Background: an optimization exercise with open tools, aiming at small area, a short achievable clock period and few clock cycles per item. Do not read the settings as production practice.
RTL that was checked went through simulation tests only; none was proved equivalent to the original.
Power figures rest on the tool's default switching activity, not on a simulated workload.

==> flow/design.v <==
module lzw_enc (
    input  wire       clk,
    input  wire       rst,
    input  wire       in_valid,
    output wire       in_ready,
    input  wire [7:0] in_data,
    input  wire       in_last,
    input  wire       in_fc,
    output wire       out_valid,
    input  wire       out_ready,
    output wire [7:0] out_data,
    output wire       out_last
);
    localparam PB = 48;    
    reg        kv, kl, kf;      
    reg  [7:0] kd;
    reg        sv, sl, sf;      
    reg  [7:0] sd;
    assign in_ready = ~sv;
    wire take_in = in_valid & ~sv;
    reg  [8:0] w;       
    reg        wv;      
    reg        tl;      
    reg        fc;      
    reg        pend;    
    reg  [7:0] nx;      
    reg  [8:0] dp [2:127];
    reg  [7:0] db [2:127];
    reg        ev;      
    reg  [8:0] ec;      
    reg        eclr;    
    reg        etl;     
    reg  [PB-1:0]   pb;
    reg  [5:0]      pc;
    reg  [PB/8-1:0] lb;      
    reg             ov;
    assign out_valid = ov;
    assign out_data  = pb[7:0];
    assign out_last  = lb[0];
    wire [5:0] e_room = !ev ? 6'd0 :
                        (eclr & etl) ? 6'd34 :
                        etl ? 6'd25 :
                        eclr ? 6'd18 : 6'd9;
    wire [6:0] fill = {1'b0, pc} + {1'b0, e_room};
    wire stall_s = fill > (pend ? PB - 18 : PB - 9);
    wire stall_t = fill > PB - 34;
    wire tgo   = tl & ~stall_t;                     
    wire go    = kv & (tl ? ~stall_t : ~stall_s);   
    wire [15:0] grp_gt, grp_eq;
    wire [7:0]  pos_gt, pos_eq;
    genvar g;
    generate
        for (g = 0; g < 16; g = g + 1) begin : g_grp
            assign grp_gt[g] = nx[7] | (nx[6:3] > g);
            assign grp_eq[g] = ~nx[7] & (nx[6:3] == g);
        end
        for (g = 0; g < 8; g = g + 1) begin : g_pos
            assign pos_gt[g] = nx[2:0] > g;
            assign pos_eq[g] = nx[2:0] == g;
        end
    endgenerate
    wire [127:0] m;
    assign m[1:0] = 2'b00;
    generate
        for (g = 2; g < 128; g = g + 1) begin : g_ent
            wire vld = grp_gt[g >> 3] | (grp_eq[g >> 3] & pos_gt[g & 7]);
            wire wen = grp_eq[g >> 3] & pos_eq[g & 7];
            assign m[g] = vld && (dp[g] == w) && (db[g] == kd);
            always @(posedge clk)
                if (wen) begin
                    dp[g] <= w;
                    db[g] <= kd;
                end
        end
    endgenerate
    wire hit = |m;
    wire [6:0] hj;
    generate
        for (g = 0; g < 7; g = g + 1) begin : g_enc
            wire [127:0] sel;
            genvar j;
            for (j = 0; j < 128; j = j + 1) begin : g_b
                if (((j >> g) & 1) != 0) begin : g_on
                    assign sel[j] = m[j];
                end else begin : g_off
                    assign sel[j] = 1'b0;
                end
            end
            assign hj[g] = |sel;
        end
    endgenerate
    wire miss = go & wv & ~hit;
    wire [26:0] ebits = {(eclr & etl) ? 9'd257 : 9'd0,
                         eclr ? 9'd256 : (etl ? 9'd257 : 9'd0),
                         ec};
    wire [5:0]  e_n   = !ev ? 6'd0 :
                        (eclr & etl) ? 6'd27 :
                        (eclr | etl) ? 6'd18 : 6'd9;
    wire [PB-1:0] merged = pb | ({{(PB-27){1'b0}}, ebits} << pc);
    wire [6:0]  pc_s  = {1'b0, pc} + {1'b0, e_n};
    wire [6:0]  pc_r  = (ev & etl) ? ((pc_s + 7'd7) & 7'h78) : pc_s;
    wire [2:0]  lastb = pc_r[5:3] - 3'd1;
    wire [PB/8-1:0] lb_m = lb | ((ev & etl) ? ({{(PB/8-1){1'b0}}, 1'b1} << lastb) : {PB/8{1'b0}});
    wire pop = ov & out_ready;
    wire [6:0]  pc_n  = pop ? pc_r - 7'd8 : pc_r;
    always @(posedge clk) begin
        if (rst) begin
            kv   <= 1'b0;
            sv   <= 1'b0;
            wv   <= 1'b0;
            tl   <= 1'b0;
            pend <= 1'b0;
            nx   <= 8'd2;
            ev   <= 1'b0;
            ec   <= 9'd0;
            eclr <= 1'b0;
            etl  <= 1'b0;
            pb   <= {PB{1'b0}};
            pc   <= 6'd0;
            lb   <= {PB/8{1'b0}};
            ov   <= 1'b0;
        end else begin
            if (go || !kv) begin
                if (sv) begin
                    kd <= sd; kl <= sl; kf <= sf;
                    sv <= 1'b0;
                end else begin
                    kd <= in_data; kl <= in_last; kf <= in_fc;
                    kv <= take_in;
                end
            end else if (take_in) begin
                sd <= in_data; sl <= in_last; sf <= in_fc;
                sv <= 1'b1;
            end
            if (go) begin
                if (!wv) begin
                    w    <= {1'b0, kd};
                    fc   <= kf;
                    nx   <= 8'd2;
                    pend <= 1'b0;
                end else if (hit) begin
                    w <= {1'b1, 1'b0, hj};
                end else begin
                    w <= {1'b0, kd};
                    if (pend) begin
                        nx   <= 8'd2;
                        pend <= 1'b0;
                    end else if (!nx[7]) begin
                        nx <= nx + 8'd1;
                        if (nx == 8'd127 && fc)
                            pend <= 1'b1;
                    end
                end
                wv <= ~kl;
            end
            if (go && kl)
                tl <= 1'b1;
            else if (tgo)
                tl <= 1'b0;
            ev   <= miss | tgo;
            ec   <= (miss | tgo) ? w : 9'd0;
            eclr <= (miss | tgo) & pend;
            etl  <= tgo;
            pb <= pop ? (merged >> 8) : merged;
            lb <= pop ? (lb_m >> 1) : lb_m;
            pc <= pc_n[5:0];
            ov <= (pc_n >= 7'd8);
        end
    end
endmodule
==> flow/config.mk <==
export PLATFORM = sky130hd
export DESIGN_NAME = lzw_enc
export DESIGN_NICKNAME = lzw_enc
export VERILOG_FILES = /design/flow/design.v
export SDC_FILE = /design/flow/constraint.sdc
export NUM_CORES = 4
export LEC_CHECK = 0
export ABC_CLOCK_PERIOD_IN_PS = 3000
export CAP_MARGIN = 20
export CORE_MARGIN = 2
export CORE_UTILIZATION = 50
export CTS_BUF_LIST = sky130_fd_sc_hd__clkbuf_16
export CTS_CLUSTER_DIAMETER = 60
export CTS_CLUSTER_SIZE = 30
export SETUP_SLACK_MARGIN = 5
export SLEW_MARGIN = 20
export TNS_END_PERCENT = 10
==> flow/constraint.sdc <==
create_clock -name core_clock -period 10.0 [get_ports {clk}]
set_input_delay 2.0000 -clock core_clock [delete_from_list [all_inputs] [get_ports {clk}]]
set_output_delay 2.0000 -clock core_clock [all_outputs]
set_load 0.01 [all_outputs]
standard.sh (not shown) runs the stock make flow with config.mk's settings and CLKGATE_MAP_FILE= SYNTH_SCRIPT=/design/flow/synth_recipe.tcl, a recipe that flattens the netlist after the stock synthesis.
==> flow/flow/run.sh <==
#!/bin/bash
# The standard layout (standard.sh), with repair_timing aiming for a larger setup margin.
set -euo pipefail
sed 's/SETUP_SLACK_MARGIN=[0-9.]*/SETUP_SLACK_MARGIN=7/' standard.sh > standard_margin.sh
bash standard_margin.sh > standard.log 2>&1
Testbench counts at the start, summed over its fixed seeds: cycles 87,734, items 85,491.
Change:
--- a/flow/design.v
+++ b/flow/design.v
@@ -14,12 +14,13 @@
     localparam PB = 48;    
     reg        kv, kl, kf;      
     reg  [7:0] kd;
     reg        sv, sl, sf;      
     reg  [7:0] sd;
-    assign in_ready = ~sv;
-    wire take_in = in_valid & ~sv;
+    reg        irdy;            
+    assign in_ready = irdy;
+    wire take_in = in_valid & irdy;
     reg  [8:0] w;       
     reg        wv;      
     reg        tl;      
     reg        fc;      
     reg        pend;    
@@ -87,12 +88,31 @@
                 end
             end
             assign hj[g] = |sel;
         end
     endgenerate
+    wire [6:0] hj0;
+    generate
+        for (g = 0; g < 7; g = g + 1) begin : g_enc0
+            wire [127:0] sel;
+            genvar j;
+            for (j = 0; j < 128; j = j + 1) begin : g_b
+                if (((j >> g) & 1) == 0) begin : g_on
+                    assign sel[j] = m[j];
+                end else begin : g_off
+                    assign sel[j] = 1'b0;
+                end
+            end
+            assign hj0[g] = |sel;
+        end
+    endgenerate
+    wire [8:0] w_nx = {wv & (hj[1] | hj0[1]),
+                       kd[7] & ~(wv & (hj[0] | hj0[0])),
+                       (wv ? hj : 7'd0) | (kd[6:0] & ~(wv ? hj0 : 7'd0))};
     wire miss = go & wv & ~hit;
-    wire [26:0] ebits = {(eclr & etl) ? 9'd257 : 9'd0,
+    wire [26:0] ebits = !ev ? 27'd0 :
+                        {(eclr & etl) ? 9'd257 : 9'd0,
                          eclr ? 9'd256 : (etl ? 9'd257 : 9'd0),
                          ec};
     wire [5:0]  e_n   = !ev ? 6'd0 :
                         (eclr & etl) ? 6'd27 :
                         (eclr | etl) ? 6'd18 : 6'd9;
@@ -105,45 +125,45 @@
     wire [6:0]  pc_n  = pop ? pc_r - 7'd8 : pc_r;
     always @(posedge clk) begin
         if (rst) begin
             kv   <= 1'b0;
             sv   <= 1'b0;
+            irdy <= 1'b1;
             wv   <= 1'b0;
             tl   <= 1'b0;
             pend <= 1'b0;
             nx   <= 8'd2;
             ev   <= 1'b0;
-            ec   <= 9'd0;
-            eclr <= 1'b0;
             etl  <= 1'b0;
             pb   <= {PB{1'b0}};
             pc   <= 6'd0;
             lb   <= {PB/8{1'b0}};
             ov   <= 1'b0;
         end else begin
+            ec <= w;
             if (go || !kv) begin
                 if (sv) begin
                     kd <= sd; kl <= sl; kf <= sf;
                     sv <= 1'b0;
+                    irdy <= 1'b1;
                 end else begin
                     kd <= in_data; kl <= in_last; kf <= in_fc;
                     kv <= take_in;
                 end
             end else if (take_in) begin
                 sd <= in_data; sl <= in_last; sf <= in_fc;
                 sv <= 1'b1;
+                irdy <= 1'b0;
             end
+            if (go)
+                w <= w_nx;
             if (go) begin
                 if (!wv) begin
-                    w    <= {1'b0, kd};
                     fc   <= kf;
                     nx   <= 8'd2;
                     pend <= 1'b0;
-                end else if (hit) begin
-                    w <= {1'b1, 1'b0, hj};
-                end else begin
-                    w <= {1'b0, kd};
+                end else if (!hit) begin
                     if (pend) begin
                         nx   <= 8'd2;
                         pend <= 1'b0;
                     end else if (!nx[7]) begin
                         nx <= nx + 8'd1;
@@ -156,12 +176,11 @@
             if (go && kl)
                 tl <= 1'b1;
             else if (tgo)
                 tl <= 1'b0;
             ev   <= miss | tgo;
-            ec   <= (miss | tgo) ? w : 9'd0;
-            eclr <= (miss | tgo) & pend;
+            eclr <= pend;
             etl  <= tgo;
             pb <= pop ? (merged >> 8) : merged;
             lb <= pop ? (lb_m >> 1) : lb_m;
             pc <= pc_n[5:0];
             ov <= (pc_n >= 7'd8);
The new run completed with no timing, DRC or antenna violations.
Combinational power went up by about 2%.
Synthesized area went down by 0.63%.
Setup slack degrades by 0.20 ns.
First-iteration DRC count went down by 5.9%.
Sequential power is about the same.
Die area went down by about 0.6%.
Register-to-register slack degrades by 0.20 ns.
Cell area went down by 3.5%.
Fmax went down by 4.8%.
Count of clock-buffer cells in the layout does not change.
Worst hold slack stays flat.
Only the layout flow was run in the second run of this note; the RTL was not checked for function there.

==> what the ideal ports hide <==
The flow's constraints put no driver on any port. The routed layouts listed below were extracted and timed again, unchanged, in two steps.
Step 1, drivers: a clkbuf_16 drives clk and a buf_2 each remaining input, both assumed.
Step 2, shift: input delay + t, output delay - t, t = (earliest + latest rising clock arrival at the registers) / 2. This alone moves slack from input paths to output paths.
a / b / c = no drivers / after step 1 / after step 2; a / b = the first two.
run | t, ns | slack for setup (ns) | pins driven straight from the clock port
the first run | 0.943 | 6.025 / 6.025 / 5.934 | 1
the second run | 0.948 | 5.826 / 5.826 / 5.826 | 1
After both steps setup and hold are still met in every run listed. The setup slack of the first run, which loses most, moves by 0.000 ns with the drivers and by -0.091 ns with both steps.
